This design comes from an exercise in tuning for a short achievable clock period and few clock cycles per item on the open sky130 flow, not from production work. No run shown here included a check of the RTL's function; only the layout flow was run. Power and IR drop assume default switching activity.

==> design/flow/design.v <==
module cell_screen (
    input  wire               clk,
    input  wire               rst,
    input  wire               tone_we,
    input  wire [7:0]         tone_addr,
    input  wire [11:0]        tone_data,
    input  wire [11:0]        lev1,
    input  wire [11:0]        lev2,
    input  wire [11:0]        lev3,
    input  wire               in_valid,
    output wire               in_ready,
    input  wire [7:0]         in_pix,
    input  wire signed [15:0] in_err,
    input  wire               in_miss,
    input  wire               in_last,
    input  wire signed [15:0] in_inl,
    input  wire signed [15:0] in_inr,
    output wire               out_valid,
    input  wire               out_ready,
    output wire [1:0]         out_level,
    output wire signed [15:0] out_err,
    output wire               out_last,
    output wire signed [15:0] out_el,
    output wire signed [15:0] out_er
);
    localparam integer CAP = 15;     
    function signed [15:0] clamp16;
        input signed [19:0] v;
        begin
            if (v > 20'sd32767)
                clamp16 = 16'sh7fff;
            else if (v < -20'sd32768)
                clamp16 = 16'sh8000;
            else
                clamp16 = v[15:0];
        end
    endfunction
    reg        tw_we;
    reg [7:0]  tw_addr;
    reg [11:0] tw_data;
    reg [11:0] tone [0:255];
    always @(posedge clk) begin
        tw_we   <= tone_we;
        tw_addr <= tone_addr;
        tw_data <= tone_data;
        if (tw_we)
            tone[tw_addr] <= tw_data;
    end
    reg [11:0] l1, l2, l3;
    reg [11:0] h1, h2, h3;           
    always @(posedge clk) begin
        l1 <= lev1;
        l2 <= lev2;
        l3 <= lev3;
        h1 <= l1 >> 1;
        h2 <= ({1'b0, l1} + {1'b0, l2}) >> 1;
        h3 <= ({1'b0, l2} + {1'b0, l3}) >> 1;
    end
    reg        in_ready_r;
    reg  [4:0] inflight;
    reg        ov;                   
    wire acc = in_valid & in_ready_r;
    wire pop = ov & out_ready;
    wire [4:0] inflight_up = inflight + 5'd1;
    wire [4:0] inflight_dn = inflight - 5'd1;
    wire       room_up     = (inflight < CAP - 1);
    wire       room_same   = (inflight < CAP);
    wire       room_dn     = (inflight < CAP + 1);
    always @(posedge clk) begin
        if (rst) begin
            inflight   <= 5'd0;
            in_ready_r <= 1'b1;
        end else if (acc & !pop) begin
            inflight   <= inflight_up;
            in_ready_r <= room_up;
        end else if (!acc & pop) begin
            inflight   <= inflight_dn;
            in_ready_r <= room_dn;
        end else begin
            in_ready_r <= room_same;
        end
    end
    assign in_ready = in_ready_r;
    reg               i_v;
    reg        [7:0]  i_pix;
    reg signed [15:0] i_err, i_inl, i_inr;
    reg               i_miss, i_last;
    reg               i_first;       
    always @(posedge clk) begin
        i_v    <= acc & ~rst;
        i_pix  <= in_pix;
        i_err  <= in_err;
        i_inl  <= in_inl;
        i_inr  <= in_inr;
        i_miss <= in_miss;
        i_last <= in_last;
        if (rst)
            i_first <= 1'b1;
        else if (i_v)
            i_first <= i_last;
    end
    reg               s1_v;
    reg        [11:0] s1_T;
    reg signed [17:0] s1_P;
    reg               s1_miss, s1_last, s1_first;
    always @(posedge clk) begin
        s1_v     <= i_v & ~rst;
        s1_T     <= tone[i_pix];
        s1_P     <= i_err + (i_first ? i_inl : 16'sd0) + (i_last ? i_inr : 16'sd0);
        s1_miss  <= i_miss;
        s1_last  <= i_last;
        s1_first <= i_first;
    end
    reg               sa_v;
    reg signed [19:0] sa_TP, sa_thi, sa_tlo;
    reg signed [17:0] sa_Ehi, sa_Elo;
    reg               sa_miss, sa_last, sa_first;
    always @(posedge clk) begin
        sa_v     <= s1_v & ~rst;
        sa_TP    <= s1_P + $signed({8'd0, s1_T});
        sa_thi   <= 20'sd32767 - s1_P;
        sa_tlo   <= -20'sd32769 - s1_P;
        sa_Ehi   <= $signed({6'd0, s1_T}) + 18'sd32767
                  - (s1_miss ? 18'sd0 : $signed({6'd0, l3}));
        sa_Elo   <= $signed({6'd0, s1_T}) - 18'sd32768;
        sa_miss  <= s1_miss;
        sa_last  <= s1_last;
        sa_first <= s1_first;
    end
    wire signed [21:0] c_h7 = sa_Ehi * 7;
    wire signed [21:0] c_h5 = sa_Ehi * 5;
    wire signed [21:0] c_l7 = sa_Elo * 7;
    wire signed [21:0] c_l5 = sa_Elo * 5;
    reg               sb_v;
    reg signed [19:0] sb_t1, sb_t2, sb_t3, sb_thi, sb_tlo;
    reg signed [19:0] sb_Q0, sb_Q1, sb_Q2, sb_Q3;
    reg        [19:0] sb_R0;
    reg        [17:0] sb_G0, sb_G1;
    reg signed [15:0] sb_ah, sb_bh, sb_al, sb_bl;
    reg signed [17:0] sb_Ehi, sb_Elo;
    reg               sb_miss, sb_last, sb_first;
    always @(posedge clk) begin
        sb_v     <= sa_v & ~rst;
        sb_t1    <= $signed({8'd0, h1}) - sa_TP;
        sb_t2    <= $signed({8'd0, h2}) - sa_TP;
        sb_t3    <= $signed({8'd0, h3}) - sa_TP;
        sb_thi   <= sa_thi;
        sb_tlo   <= sa_tlo;
        sb_Q0    <= sa_TP;
        sb_Q1    <= sa_TP - $signed({8'd0, l1});
        sb_Q2    <= sa_TP - $signed({8'd0, l2});
        sb_Q3    <= sa_TP - $signed({8'd0, l3});
        sb_R0    <= sa_TP * 7;
        sb_G0    <= sa_TP * 3;
        sb_G1    <= sa_TP * 3 - 20'sd4;
        sb_ah    <= c_h7 >>> 4;
        sb_bh    <= c_h5 >>> 4;
        sb_al    <= c_l7 >>> 4;
        sb_bl    <= c_l5 >>> 4;
        sb_Ehi   <= sa_Ehi;
        sb_Elo   <= sa_Elo;
        sb_miss  <= sa_miss;
        sb_last  <= sa_last;
        sb_first <= sa_first;
    end
    reg               s2_v;
    reg signed [19:0] s2_t1, s2_t2, s2_t3, s2_thi, s2_tlo;
    reg        [19:0] s2_R0, s2_R1, s2_R2, s2_R3;    
    reg        [17:0] s2_G0, s2_G1;                  
    reg        [3:0]  s2_Q0l;                        
    reg signed [19:0] s2_Q0, s2_Q1, s2_Q2, s2_Q3;
    reg signed [17:0] s2_Ehi, s2_Elo;
    reg signed [15:0] s2_CH, s2_CL;
    reg               s2_miss, s2_last, s2_first;
    always @(posedge clk) begin
        s2_v     <= sb_v & ~rst;
        s2_t1    <= sb_t1;
        s2_t2    <= sb_t2;
        s2_t3    <= sb_t3;
        s2_thi   <= sb_thi;
        s2_tlo   <= sb_tlo;
        s2_R0    <= sb_R0;
        s2_R1    <= sb_Q1 * 7;
        s2_R2    <= sb_Q2 * 7;
        s2_R3    <= sb_Q3 * 7;
        s2_G0    <= sb_G0;
        s2_G1    <= sb_G1;
        s2_Q0l   <= sb_Q0[3:0];
        s2_Q0    <= sb_Q0;
        s2_Q1    <= sb_Q1;
        s2_Q2    <= sb_Q2;
        s2_Q3    <= sb_Q3;
        s2_Ehi   <= sb_Ehi;
        s2_Elo   <= sb_Elo;
        s2_CH    <= sb_miss ? sb_ah + sb_bh : sb_ah;
        s2_CL    <= sb_miss ? sb_al + sb_bl : sb_al;
        s2_miss  <= sb_miss;
        s2_last  <= sb_last;
        s2_first <= sb_first;
    end
    reg signed [15:0] d;             
    wire signed [19:0] dx = d;
    wire gt1 = dx > s2_t1;
    wire gt2 = dx > s2_t2;
    wire gt3 = dx > s2_t3;
    wire hi  = dx > s2_thi;
    wire lo  = !(dx > s2_tlo);
    wire [19:0] d20 = dx;
    wire [19:0] sF0 = (d20 << 3) - d20 + s2_R0;
    wire [19:0] sF1 = (d20 << 3) - d20 + s2_R1;
    wire [19:0] sF2 = (d20 << 3) - d20 + s2_R2;
    wire [19:0] sF3 = (d20 << 3) - d20 + s2_R3;
    wire [17:0] sG0 = (d20[17:0] << 1) + d20[17:0] + s2_G0;
    wire [17:0] sG1 = (d20[17:0] << 1) + d20[17:0] + s2_G1;
    wire [3:0] m = d[3:0] + s2_Q0l;
    reg        corr;
    always @(*) begin
        case (m)
            4'd2, 4'd3, 4'd4, 4'd6, 4'd8, 4'd9, 4'd11,
            4'd12, 4'd15:         corr = 1'b1;
            default:             corr = 1'b0;
        endcase
    end
    wire [1:0] kk = gt3 ? 2'd3 : gt2 ? 2'd2 : gt1 ? 2'd1 : 2'd0;
    wire [1:0] k  = s2_miss ? 2'd0 : kk;
    reg signed [15:0] dr_col;
    always @(*) begin
        if (hi)
            dr_col = s2_CH;
        else if (lo)
            dr_col = s2_CL;
        else if (s2_miss)
            dr_col = corr ? sG1[17:2] : sG0[17:2];
        else if (gt3)
            dr_col = sF3[19:4];
        else if (gt2)
            dr_col = sF2[19:4];
        else if (gt1)
            dr_col = sF1[19:4];
        else
            dr_col = sF0[19:4];
    end
    always @(posedge clk) begin
        if (rst)
            d <= 16'sd0;
        else if (s2_v)
            d <= s2_last ? 16'sd0 : dr_col;
    end
    reg               s3_v;
    reg signed [15:0] s3_d, s3_dr;
    reg        [1:0]  s3_k;
    reg               s3_hi, s3_lo;
    reg signed [19:0] s3_Q;
    reg signed [17:0] s3_Ehi, s3_Elo;
    reg               s3_miss, s3_last, s3_first;
    always @(posedge clk) begin
        s3_v     <= s2_v & ~rst;
        s3_d     <= d;
        s3_dr    <= dr_col;
        s3_k     <= k;
        s3_hi    <= hi;
        s3_lo    <= lo;
        case (k)
            2'd0:    s3_Q <= s2_Q0;
            2'd1:    s3_Q <= s2_Q1;
            2'd2:    s3_Q <= s2_Q2;
            default: s3_Q <= s2_Q3;
        endcase
        s3_Ehi   <= s2_Ehi;
        s3_Elo   <= s2_Elo;
        s3_miss  <= s2_miss;
        s3_last  <= s2_last;
        s3_first <= s2_first;
    end
    wire signed [19:0] c_eu = s3_Q + s3_d;
    reg               se_v;
    reg signed [17:0] se_e;
    reg signed [15:0] se_dr;
    reg        [1:0]  se_k;
    reg               se_miss, se_last, se_first;
    always @(posedge clk) begin
        se_v     <= s3_v & ~rst;
        se_e     <= s3_hi ? s3_Ehi : s3_lo ? s3_Elo : c_eu[17:0];
        se_dr    <= s3_dr;
        se_k     <= s3_k;
        se_miss  <= s3_miss;
        se_last  <= s3_last;
        se_first <= s3_first;
    end
    wire signed [21:0] c_e3 = se_e * 3;
    wire signed [21:0] c_e5 = se_e * 5;
    wire signed [21:0] c_e7 = se_e * 7;
    reg               s4_v;
    reg signed [17:0] s4_e;
    reg signed [17:0] s4_ddl, s4_dd0, s4_dr0;
    reg signed [15:0] s4_dr;
    reg        [1:0]  s4_k;
    reg               s4_miss, s4_last, s4_first;
    always @(posedge clk) begin
        s4_v     <= se_v & ~rst;
        s4_e     <= se_e;
        s4_ddl   <= c_e3 >>> 4;
        s4_dd0   <= c_e5 >>> 4;
        s4_dr0   <= c_e7 >>> 4;
        s4_dr    <= se_dr;
        s4_k     <= se_k;
        s4_miss  <= se_miss;
        s4_last  <= se_last;
        s4_first <= se_first;
    end
    wire signed [17:0] c_ddr = s4_e - s4_dr0 - s4_ddl - s4_dd0;
    wire signed [17:0] c_er  = s4_e - s4_dr0 - s4_ddl - s4_dd0 + s4_dr;
    reg               s5_v;
    reg signed [17:0] s5_ddl, s5_dd, s5_ddr;
    reg signed [15:0] s5_er;
    reg        [1:0]  s5_k;
    reg               s5_last, s5_first;
    always @(posedge clk) begin
        s5_v     <= s4_v & ~rst;
        s5_ddl   <= s4_ddl;
        s5_dd    <= s4_miss ? 18'sd0 : s4_dd0;
        s5_ddr   <= c_ddr;
        s5_er    <= c_er[15:0];
        s5_k     <= s4_k;
        s5_last  <= s4_last;
        s5_first <= s4_first;
    end
    reg               h_v;
    reg        [1:0]  h_k;
    reg signed [18:0] h_acc;         
    reg signed [17:0] h_ddr;         
    reg               h_last;
    reg signed [15:0] h_el, h_er;
    wire emit = h_v & (s5_v | h_last);
    reg               b_v;
    reg        [1:0]  b_level;
    reg signed [19:0] b_fin;         
    reg        [15:0] b_el, b_er;
    reg               b_last;
    always @(posedge clk) begin
        if (rst)
            h_v <= 1'b0;
        else if (s5_v)
            h_v <= 1'b1;
        else if (emit)
            h_v <= 1'b0;
        if (s5_v) begin
            h_k    <= s5_k;
            h_acc  <= (s5_first ? 18'sd0 : h_ddr) + s5_dd;
            h_ddr  <= s5_ddr;
            h_last <= s5_last;
            h_er   <= s5_er;
            if (s5_first)
                h_el <= s5_ddl[15:0];
        end
        b_v     <= emit & ~rst;
        b_level <= h_k;
        b_fin   <= h_acc + (h_last ? 18'sd0 : s5_ddl);
        b_last  <= h_last;
        b_el    <= h_el;
        b_er    <= h_er;
    end
    localparam integer W = 2 + 16 + 1 + 16 + 16;
    reg [W-1:0] qb [0:15];
    reg [3:0]   q_wp, q_rp;
    reg         q_ne;                
    reg [W-1:0] head;
    wire [W-1:0] b_word = {b_level, clamp16(b_fin), b_last, b_el, b_er};
    wire         take   = !ov | out_ready;      
    wire         from_q = take & q_ne;
    wire [3:0]   q_rp1  = q_rp + 4'd1;
    always @(posedge clk) begin
        if (rst) begin
            ov   <= 1'b0;
            q_wp <= 4'd0;
            q_rp <= 4'd0;
            q_ne <= 1'b0;
        end else begin
            if (take)
                ov <= q_ne;
            if (b_v)
                q_wp <= q_wp + 4'd1;
            if (from_q)
                q_rp <= q_rp1;
            q_ne <= b_v | (from_q ? (q_rp1 != q_wp) : q_ne);
        end
        if (b_v)
            qb[q_wp] <= b_word;
        if (take)
            head <= qb[q_rp];
    end
    assign out_valid = ov;
    assign {out_level, out_err, out_last, out_el, out_er} = head;
endmodule
==> design/flow/run.sh <==
#!/bin/bash
# synth_recipe.tcl (not shown) runs the flow's synth.tcl, then flattens the netlist and writes it again
# the make line also repeats each setting of config.mk as NAME=value (left out here)
make -C /OpenROAD-flow-scripts/flow DESIGN_CONFIG=/design/flow/config.mk WORK_HOME=/design/flow/orfs CLKGATE_MAP_FILE= SYNTH_SCRIPT=/design/flow/synth_recipe.tcl finish
==> design/flow/config.mk <==
export PLATFORM = sky130hd
export DESIGN_NAME = cell_screen
export DESIGN_NICKNAME = cell_screen
export VERILOG_FILES = /design/flow/design.v
export SDC_FILE = /design/flow/constraint.sdc
export NUM_CORES = 4
export LEC_CHECK = 0
export ABC_CLOCK_PERIOD_IN_PS = 3000
export CAP_MARGIN = 20
export CORE_MARGIN = 2
export CORE_UTILIZATION = 40
export SLEW_MARGIN = 20
==> design/flow/constraint.sdc <==
create_clock -name core_clock -period 20.0 [get_ports {clk}]
set_input_delay 4.0000 -clock core_clock [delete_from_list [all_inputs] [get_ports {clk}]]
set_output_delay 4.0000 -clock core_clock [all_outputs]
set_load 0.01 [all_outputs]
==> flow_summary_export.csv, run 1 <==
group,metric,value,unit
placement,place_ws,13.44,ns
grt,pin_count_of_the_biggest_net_entering_global_routing,193,
timing,max-slew-margin-rel,21.05,%
final_layout,finish.instance_area,0.2405,mm2
grt,first_global_vias,105436,
pwr,internal-power,24.00,mW
synthesis,synth.net_count,12858,
critical_path,critical_path.reg2reg.startpoint,"i_pix[0]",
cts,tritoncts.num_buffers,556,
synthesis,synth_seq_area_share,69.23,%
timing,maximum_clock_frequency,0.1570,GHz
floorplan,placement_rows,266,
synthesis,dominantRegCellSynth,"edfxtp_1",
synthesis,synth_async_sr_flop_share,0,%
routing,antenna_left,0,
cts,cts.repair.resized,0,
pwr,switching_power_as_a_share_of_total_power,32.78,%
pwr,cellPowerDensity,148.4,mW/mm2
pwr,sequential_fraction_of_design_power,38.9,%
floorplan,die_height,729.5,um
timing,transition_time_at_the_pin_with_the_least_slew_margin,1.183,ns
cts,postCtsSetupRepairBufs,0,
pwr,cellLeakagePower,84.39,nW
final_layout,layout.core_utilization,45.86,%
cts,clk-insertion-delay-late,1.07,ns
cts,tritoncts,"done",
timing,setup-violations-final,0,
pwr,p_sw,11.71,mW
pwr,worst_ir_drop_vdd,0.0004082,V
routing,dr_total_vias,104722,
routing,vias_per_cell,5.272,
synthesis,mappedNetlistArea,0.2105,mm2
timing,fin_crit,6.368,ns
hold_path,min_path_type,"register to register",
cts,clock_tree.root_cell,"clkbuf_16",
synthesis,ys_types,80,
timing,finalWorstSetupSlack,13.63,ns
final_layout,nNetsFinal,13493,
floorplan,pin_count,172,
critical_path,crit_path_start_kind,"register",
final_layout,syn2layout_area_growth,14.25,%
critical_path,criticalPathCategory,"register to register",
synthesis,avgSynthCellArea,17.84,um2
critical_path,worst_r2r_endpoint,"s1_T[1]",
placement,placer_congestion_estimate,0.8341,
routing,drt_wl_total,514800,um
timing,finalClockSkew,0.09559,ns
critical_path,timing.critical_path.arrival,7.31,ns
timing,grt_setup_unrepaired,"no",
synthesis,yosysWarningCount,1,
final_layout,final_layout_size_suffix_gt1_share,20.62,%
hold_path,hold_end,"se_last",
final_layout,n_fill_cell,44565,
routing,drt_first_pass_iters,5,
grt,grt_antenna_before_repair,22,
synthesis,yosysTopAreaCellShare,57.21,%
floorplan,core_area,0.5245,mm2
synthesis,synth_commonest_cells,"4011 x edfxtp_1, 1276 x mux4_2, 1264 x dfxtp_1",
routing,post_detailed_route_drc_marker_count,0,
routing,drtIter0Drc,9659,
cts,cts.reportedPaths.clkPinSlew,0.06,ns
grt,grt_overflow_total,0,
floorplan,die_span_in_x,729.5,um
timing,hold_viol,0,
critical_path,timing.critical_path.to_type,"register",
status,run_status,"finished clean",
pwr,power.share.combinational,32.4,%
critical_path,crit_required,20.94,ns
grt,grt_pass1_wl,744600,um
timing,layout_worst_path_cycle_share,31.84,%
timing,finalSetupTns,0,ns
cts,cts-hold-fix-buffers,0,
cts,cts_htree_levels,6,
synthesis,synth_most_common_cell,"edfxtp_1",
critical_path,r2r_setup_slack,13.63,ns
synthesis,synth-seq-cells,5275,
hold_path,worstHoldPathCells,0,
timing,slew_violations,0,
placement,placedInstanceArea,0.2223,mm2
synthesis,synth_top_cells_by_area,"edfxtp_1 57%, mux4_2 14%, dfxtp_1 12%, ha_1 4.5%, fa_1 1.7%",
cts,max-clock-path-buffers,4,
job,maximum_capacitance_violations,0,
grt,track_usage,19.07,%
synthesis,post-synth-top-area-cell,"edfxtp_1",
floorplan,initial_core_utilization,40.14,%
floorplan,die_area,0.5321,mm2
hold_path,min-delay-start,"s3_last",
synthesis,synth_enable_flop_cells,4011,
critical_path,r2r_cells,8,
placement,numPortBuffers,171,
final_layout,final_cells,19865,
pwr,power.share.clock,28.7,%
routing,avgRoutedWirePerCell,25.91,um
placement,dp.final_hpwl,323800,um
cts,clock_sink_count,5275,
placement,placed_cells_incl_taps,18841,
critical_path,cp_max_fanout,89,
synthesis,syn_inst,11799,
power groups by stage:
stage          logic, mW  clock network (mW)  registers (mW)
3_3_place_gp        11.6                   0            14.1
6_report            11.6                10.2            13.9
5_1_grt             13.1                10.9            14.0
3_5_place_dp        11.7                   0            14.1
2_1_floorplan       8.55                   0            13.7
4_1_cts             11.8                10.4            13.9
cells in the final DEF, fill, tap and decap left out, types with 65 or more instances in the layout:
| cell type | count |
|---|---|
| nor3_1 | 65 |
| nand2_1 | 253 |
| a21boi_0 | 70 |
| nor2b_1 | 148 |
| a21o_1 | 94 |
| a21oi_1 | 308 |
| clkbuf_16 | 580 |
| clkinv_1 | 80 |
| dfxtp_1 | 1241 |
| nor2_1 | 469 |
| nor2_2 | 136 |
| xnor2_1 | 341 |
| buf_4 | 272 |
| clkdlybuf4s50_1 | 170 |
| ha_1 | 761 |
| clkbuf_1 | 125 |
| nand2b_1 | 66 |
| o21a_1 | 81 |
| clkinv_2 | 84 |
| o21ai_0 | 262 |
| mux4_2 | 1276 |
| inv_1 | 945 |
| edfxtp_1 | 4011 |
| fa_1 | 179 |
| xor2_1 | 109 |
area by class of cell:
class	instances	area, um2	area share [%]
sequential	5275	145800	60.63
multi-input combinational	5193	60260	25.05
clock buffer	743	15510	6.447
tap	6968	8718	3.625
timing repair buffer	458	4020	1.671
inverter	950	3567	1.483
clock inverter	270	2606	1.084
antenna	8	20.02	0.008323
per-stage QoR:
stage	hold slack (ns)	power, mW
floorplan	0.3096	22.26
global placement	0.3100	25.73
detailed placement	0.3121	25.79
CTS	0.2814	36.13
global route	0.2936	37.92
finish	0.2913	35.71
worst max-delay path by stage:
stage,start,to,slack [ns],cells past startpoint
floorplan,out_ready,q_rp[3],14.05,5
global placement,i_pix[0],s1_T[7],13.49,8
detailed placement,i_pix[0],s1_T[1],13.44,8
CTS,i_pix[0],s1_T[1],13.43,8
global route,i_pix[0],s1_T[1],13.11,8
finish,i_pix[0],s1_T[1],13.63,8
worst max-delay path, stage by stage, from the launching register on:
cell,delay [ns]
dfxtp_4,0.84
buf_4,0.71
buf_12,0.58
buf_4,0.73
buf_4,0.85
mux4_2,0.61
mux4_2,0.51
mux4_2,0.63
mux4_2,0.51
registers in the layout, summed over array words and instances, names as in the netlist, 19 cells and up:
signal and count:
s2_R3 19, tone 3072, head 51, s2_t2 20, sb_Q3 20, qb 816
s2_R2 19, s2_R1 19, sb_t2 20, sb_tlo 19, s2_tlo 19, h_acc 19
sb_t3 20, sb_t1 20, sb_Q1 20, b_fin 20, sa_tlo 19, s2_t3 20
s2_t1 20, sa_TP 19, sb_Q2 20
logic make-up (layout without fill, tap and decap cells):
logic type / Yosys count / in the layout / synth area share [%]
AO/OA/AOI/OAI: 1053 / 1053 / 3.161
XOR/XNOR: 450 / 450 / 1.872
adder cells (fa/ha/maj): 940 / 940 / 6.225
buffers and inverters: 1331 / 2421 / 2.374
flip-flops: 5275 / 5275 / 69.23
multiplexers: 1360 / 1360 / 14.08
other: 0 / 8 / 0
AND/OR/NAND/NOR: 1390 / 1390 / 3.052
routing by layer:
metal	track usage (%)	up-vias	routed length [um]	share of wire (%)
met1	26.94	54596	224600	44
met2	31.44	2991	248900	48
li1	-	46469	-	-
met3	2.568	662	28490	5.5
met5	0	-	24	0.0047
met4	4.639	4	12690	2.5
==> run 2, diff against run 1 <==
==> design/flow/flow/run.sh (new file) <==
#!/bin/bash
# Standard layout, with repair_timing aiming for slack well above 0 so that
# the resizer works on the paths that set the achieved period.
set -euo pipefail
bash standard.sh SETUP_SLACK_MARGIN=15 finish > orfs_make.log 2>&1
==> design/flow/standard.sh (new file) <==
#!/bin/bash
# synth_recipe.tcl (not shown) runs the flow's synth.tcl, then flattens the netlist and writes it again
# the make line also repeats each setting of config.mk as NAME=value (left out here)
make -C /OpenROAD-flow-scripts/flow DESIGN_CONFIG=/design/flow/config.mk WORK_HOME=/design/flow/orfs CLKGATE_MAP_FILE= SYNTH_SCRIPT=/design/flow/synth_recipe.tcl "${@:-finish}"
removed: design/flow/run.sh
==> flow_summary_export.csv, run 2 <==
group,metric,value,unit
grt,groute.layer.met2.usage,31.59,%
critical_path,critPathBufInv,1,
pwr,internal-power,24.34,mW
final_layout,flip_flop_count_of_the_largest_register_after_layout,3072,
synthesis,yosysTopAreaCellShare,57.21,%
floorplan,die_area,0.5321,mm2
pwr,sequential_fraction_of_design_power,38.4,%
cts,tritoncts.num_buffers,558,
floorplan,die_span_in_x,729.5,um
synthesis,synth_seq_area_share,69.23,%
cts,tritoncts,"done",
routing,antenna_left,0,
routing,post_detailed_route_drc_marker_count,0,
floorplan,pin_count,172,
final_layout,reg.largest.list,"tone (3072), qb (816), head (51)",
timing,max-slew-margin-rel,18.32,%
synthesis,ys_types,80,
cts,max-clock-path-buffers,4,
cts,cts.reportedPaths.clkPinSlew,0.06,ns
grt,gr-usage-met1,26.97,%
pwr,p_total,36.19,mW
grt,track_usage,19.11,%
critical_path,timing.critical_path.arrival,1.73,ns
synthesis,synth_commonest_cells,"4011 x edfxtp_1, 1276 x mux4_2, 1264 x dfxtp_1",
pwr,cellPowerDensity,149.3,mW/mm2
synthesis,mappedNetlistArea,0.2105,mm2
timing,slew_violations,0,
status,run_status,"finished clean",
final_layout,final_layout_size_suffix_gt1_share,22.74,%
floorplan,core_area,0.5245,mm2
synthesis,dominantRegCellSynth,"edfxtp_1",
critical_path,list_of_cells_traversed_by_the_critical_path,"buf_2",
critical_path,timing.critical_path.to_type,"output pin",
routing,vias_per_cell,5.286,
synthesis,syn_inst,11799,
cts,cts_htree_levels,6,
floorplan,die_height,729.5,um
placement,numPortBuffers,171,
critical_path,crit_required,16.00,ns
synthesis,synth_async_sr_flop_share,0,%
pwr,switching_power_as_a_share_of_total_power,32.76,%
grt,grt_pass1_wl,746700,um
routing,drtIter0Drc,10059,
timing,fin_crit,5.733,ns
critical_path,cp_slowest_stage_delay,0.52,ns
final_layout,nNetsFinal,13608,
final_layout,final_cell_mix,"4011 x edfxtp_1, 1276 x mux4_2, 1216 x dfxtp_1",
grt,first_global_vias,106029,
pwr,cellLeakagePower,85.22,nW
pwr,power.share.clock,28.0,%
job,maximum_capacitance_violations,0,
final_layout,most_common_cell_after_layout_fill_and_taps_aside,"edfxtp_1",
cts,clock_tree.root_cell,"clkbuf_16",
timing,hold_viol,0,
floorplan,placement_rows,266,
critical_path,cp_max_fanout,1,
synthesis,synth.net_count,12858,
timing,layout_worst_path_cycle_share,28.67,%
timing,maximum_clock_frequency,0.1744,GHz
grt,pin_count_of_the_biggest_net_entering_global_routing,176,
pwr,power.share.combinational,33.6,%
timing,setup-violations-final,0,
cts,clk-insertion-delay-late,1.11,ns
routing,avgRoutedWirePerCell,25.91,um
floorplan,initial_core_utilization,40.14,%
hold_path,min_path_type,"register to register",
synthesis,synth_most_common_cell,"edfxtp_1",
grt,grt_overflow_total,0,
grt,grt_antenna_before_repair,24,
synthesis,yosysWarningCount,1,
placement,placer_congestion_estimate,0.8369,
critical_path,criticalPathCategory,"register to output pin",
critical_path,crit_path_start_kind,"register",
timing,finalClockSkew,0.1425,ns
final_layout,syn2layout_area_growth,15.17,%
timing,grt_setup_unrepaired,"yes",
routing,dr_total_vias,105596,
synthesis,synth_top_cells_by_area,"edfxtp_1 57%, mux4_2 14%, dfxtp_1 12%, ha_1 4.5%, fa_1 1.7%",
timing,finalSetupTns,0,ns
timing,transition_time_at_the_pin_with_the_least_slew_margin,1.216,ns
grt,groute.layer.met3.usage,2.637,%
timing,hold-worst-slack,0.2514,ns
grt,grt-busiest-layer,"met2",
pwr,p_sw,11.86,mW
critical_path,cell_family_with_the_largest_share_of_critical_path_delay,"flip-flops",
critical_path,slowest_stage,"edfxtp_1",
final_layout,max_flop_register,"tone",
routing,drt_first_pass_iters,5,
synthesis,synth_enable_flop_cells,4011,
pwr,worst_ir_drop_vdd,0.0002786,V
synthesis,post-synth-top-area-cell,"edfxtp_1",
routing,drt_wl_total,517600,um
placement,dp.final_hpwl,323500,um
synthesis,avgSynthCellArea,17.84,um2
cts,clock_sink_count,5275,
synthesis,synth-seq-cells,5275,
run 2: cells by family after synthesis:
kind of cell               Yosys count  share of synthesized area, %
DFF                               5275                         69.23
AOI/OAI and AO/OA                 1053                         3.161
buffers and inverters             1331                         2.374
muxes                             1360                         14.08
xor gates and xnor gates           450                         1.872
and+or+nand+nor                   1390                         3.052
adders and majority gates          940                         6.225
run 2: path summary, 6_finish.rpt:
path | from | to | slack, ns | cells past startpoint
setup / recovery | head[3] | out_er[3] | 14.27 | 1
hold / removal | sb_t3[3] | s2_t3[3] | 0.25 | 0
setup reg to reg | d[12] | d[15] | 14.85 | 24
hold reg to reg | sb_t3[3] | s2_t3[3] | 0.25 | 0
run 2: metrics by stage:
stage          cell area [um2]  cells  worst slack [ns]  utilization (%)
2_1_floorplan           210600  11799             14.51                -
3_3_place_gp            222200  18835             13.25            42.37
3_5_place_dp            222300  18836             13.17            42.38
4_1_cts                 241200  19900             14.14            45.99
5_1_grt                 242500  19971             14.19            46.23
6_report                242500  19975             14.27            46.23
run 2: power groups by stage:
stage | Clock [mW] | Sequential [mW] | Combinational, mW
floorplan | 0 | 13.7 | 8.55
global placement | 0 | 14.1 | 11.4
detailed placement | 0 | 14.1 | 11.5
CTS | 10.3 | 13.9 | 11.8
global route | 10.8 | 14.0 | 13.7
finish | 10.1 | 13.9 | 12.2
run 2: final cells by class:
class,instances,area (um2)
inverter,950,3578
clock inverter,283,2801
tap,6968,8718
antenna,6,15.01
clock buffer,729,15220
multi-input combinational,5197,61220
fill,44663,282100
timing repair buffer,567,5025
sequential,5275,145900
run 2: worst register-to-register path: cells and delay by family, from the launching register on:
family / cells / cell delay [ns]
buffers and inverters: 3 / 0.38
muxes: 2 / 0.43
DFF: 1 / 0.39
adders and majority gates: 2 / 0.54
AOI/OAI and AO/OA: 12 / 2.24
and+or+nand+nor: 5 / 1.06
run 2: repair_timing:
action / 4_1_cts / 5_1_grt
hold buffers: 0 / 0
resized for setup: 390 / 154
gates cloned: 8 / 0
setup buffers: 44 / 67
endpoints found under the setup margin: 105 / 98
pin swaps: 38 / 80
run 2: metal layers:
layer	part of all wire (%)	up-vias
met3	6.0	685
met2	48	3147
met4	2.3	4
met5	0.0052	-
met1	43	55010
li1	-	46750

[separate check: timing with driven ports]
The results above use ideal ports. As a check the final layouts listed here were re-extracted and re-timed, cells and wires unchanged. Step 1 sets driving cells, clkbuf_16 on the clock port and buf_2 on the other inputs (assumed; they add their load-dependent delay and slew). Step 2 times the ports against the registers' clock, not the clock port: input delays grow and output delays shrink by t, the midpoint of the rising clock arrivals with the driver on. Three values: ideal ports, drivers, drivers and shift; two values: the first two.
run | t, ns | slack for setup (ns) | hold WS [ns]
run 1 | 1.145 | 13.632 / 13.632 / 13.632 | 0.291 / 0.291 / 0.291
run 2 | 1.159 | 14.267 / 14.147 / 14.030 | 0.251 / 0.251 / 0.251
After both steps every run listed still meets setup and hold. The setup slack of run 2, which loses most, moves by -0.120 ns with the drivers and by -0.237 ns with both steps.
